This design comes from an exercise in tuning for small area, a short achievable clock period and few clock cycles per item on the open sky130 flow, not from production work. The RTL was checked by simulation tests, not by an equivalence proof against the original design. Power and IR drop assume default switching activity.

==> flow/design.v (excerpt) <==
module marver_judge (
    input  wire         clk,
    input  wire         rst,
    input  wire         start,
    output wire         ready,
    output reg          done,
    output reg  [4:0]   rule_addr,
    input  wire [127:0] rule_data,
    input  wire [2:0]   src,
    input  wire [47:0]  tend,
    input  wire [47:0]  last_tend,
    input  wire [16:0]  idur,
    input  wire [15:0]  cap_ofs,
    input  wire         clock_suspect,
    input  wire [2:0]   reg_count,
    input  wire [239:0] reg_v,
    input  wire [239:0] last_reg,
    input  wire [11:0]  rkind,
    input  wire [23:0]  roll,
    input  wire [17:0]  vexp,
    input  wire [5:0]   vmap,
    input  wire [1:0]   phase,
    input  wire         vf_valid,
    input  wire [31:0]  vf,
    output wire [7:0]   outcome,
    output wire [7:0]   detail,
    output reg  [31:0]  fail_mask,
    output reg  [5:0]   skip_count,
    output wire [2:0]   qual,
    output wire [5:0]   spike_mask,
    output wire [5:0]   roll_mask,
    output wire [6:0]   fill_count,
    output wire         fill_refused
);
Size in the first run: roughly 930 I/O pins, ~55000 um2 of cells after synthesis.
export LEC_CHECK = 0
export CAP_MARGIN = 40
export CORE_MARGIN = 2
export CORE_UTILIZATION = 40
export CTS_CLUSTER_DIAMETER = 60
export CTS_CLUSTER_SIZE = 20
export SLEW_MARGIN = 40
create_clock -name core_clock -period 20.0 [get_ports {clk}]
standard.sh (not shown) runs the stock make flow with config.mk's settings and CLKGATE_MAP_FILE= SYNTH_SCRIPT=/design/flow/synth_recipe.tcl, a recipe that flattens the netlist after the stock synthesis.
==> flow/flow/run.sh <==
#!/bin/bash
# Standard layout (the standard.sh, unchanged synthesis and steps); the
# port buffers are the library's smallest buffer instead of the delay cell
# buffer_ports picks by itself.
set -e
export BUFFER_PORTS_ARGS="-buffer_cell sky130_fd_sc_hd__buf_1"
bash standard.sh > standard.log 2>&1
Testbench counts at the start, summed over its fixed seeds: cycles 73,791, items 1,920.
Edit:
--- a/flow/design.v
+++ b/flow/design.v
@@ -119,35 +119,24 @@
         case (x)
             3'd0: sel1 = bus[0];
             3'd1: sel1 = bus[1];
             3'd2: sel1 = bus[2];
             3'd3: sel1 = bus[3];
             3'd4, 3'd6: sel1 = bus[4];
             default: sel1 = bus[5];
         endcase
     endfunction
     wire [47:0] delta = tend - last_tend;
     reg         hist, hinz, over, zq;
-    reg  [2:0]  icode;
-    wire [16:0] idur_r  = (icode == 3'd0) ? 17'd60 :
-                          (icode == 3'd1) ? 17'd300 :
-                          (icode == 3'd2) ? 17'd600 :
-                          (icode == 3'd3) ? 17'd900 :
-                          (icode == 3'd4) ? 17'd1800 :
-                          (icode == 3'd5) ? 17'd3600 : 17'd86400;
-    wire [18:0] idur3_r = (icode == 3'd0) ? 19'd180 :
-                          (icode == 3'd1) ? 19'd900 :
-                          (icode == 3'd2) ? 19'd1800 :
-                          (icode == 3'd3) ? 19'd2700 :
-                          (icode == 3'd4) ? 19'd5400 :
-                          (icode == 3'd5) ? 19'd10800 : 19'd259200;
+    reg  [16:0] idur_r;
+    reg  [18:0] idur3_r;
     reg  [16:0] rem;
     reg  [15:0] qd;               
     reg  [2:0]  dcnt;
     reg  [16:0] r_t;
     reg  [15:0] q_t;
     reg  [18:0] sh;
     reg  [19:0] d1, d2, d3;
     integer k;
     always @(*) begin
         r_t = rem;
         q_t = qd;
@@ -399,28 +388,24 @@
         end else begin
             done <= 1'b0;
             case (state)
                 S_IDLE: begin
                     if (start) begin
                         state  <= S_DIV;
                         dcnt   <= 3'd0;
                         hist   <= (last_tend != 48'd0) && (tend > last_tend);
                         hinz    <= |delta[47:33];
                         rem     <= delta[32:16];
                         qd      <= delta[15:0];
-                        icode   <= (idur == 17'd60)   ? 3'd0 :
-                                   (idur == 17'd300)  ? 3'd1 :
-                                   (idur == 17'd600)  ? 3'd2 :
-                                   (idur == 17'd900)  ? 3'd3 :
-                                   (idur == 17'd1800) ? 3'd4 :
-                                   (idur == 17'd3600) ? 3'd5 : 3'd6;
+                        idur_r  <= idur;
+                        idur3_r <= {2'b00, idur} + {1'b0, idur, 1'b0};
                         rolled <= 6'd0;
                         used_unrolled <= 6'd0;
                         mono_seen <= 6'd0;
                         pass2      <= 1'b0;
                         skip_count <= 6'd0;
                         rej_seen   <= 1'b0;
                         rej_idx    <= 5'd0;
                         other_fail <= 1'b0;
                         spikes     <= 6'd0;
                         cont_seen  <= 1'b0;
                         fill_ok    <= 1'b0;
After rerunning:
- die area is higher by 5.1%
- non-clock buffer count is higher by 8
- worst setup slack is worse by 0.050 ns
- sequential power is higher by about 10%
- wire length is higher by 3.9%
Testbench counts after the change, summed over its fixed seeds: cycles 73,791, items 1,920.

-- port drivers added, routing unchanged --
No port has a modelled driver above. Below, the same layouts with a new extraction and two added sets of constraints. Step 1: set_driving_cell puts a clkbuf_16 on clk and a buf_2 on each other input, an assumption about the parent block. Step 2 also shifts input and output timing later by t, the mid clock arrival at the registers, as if the neighbouring blocks saw the same clock. a / b / c = no drivers / after step 1 / after step 2; a / b = the first two.
run | shift t [ns] | slack for setup (ns) | worst hold slack (ns) | worst register clock-pin slew, ns
the first run | 0.695 | 8.664 / 8.615 / 7.920 | 0.422 / 0.422 / 0.422 | 0.08 / 0.08
the second run | 0.695 | 8.614 / 8.655 / 7.960 | 0.427 / 0.427 / 0.427 | 0.09 / 0.09
After both steps every run listed still meets setup and hold. The setup slack of the first run, which loses most, moves by -0.049 ns with the drivers and by -0.744 ns with both steps.
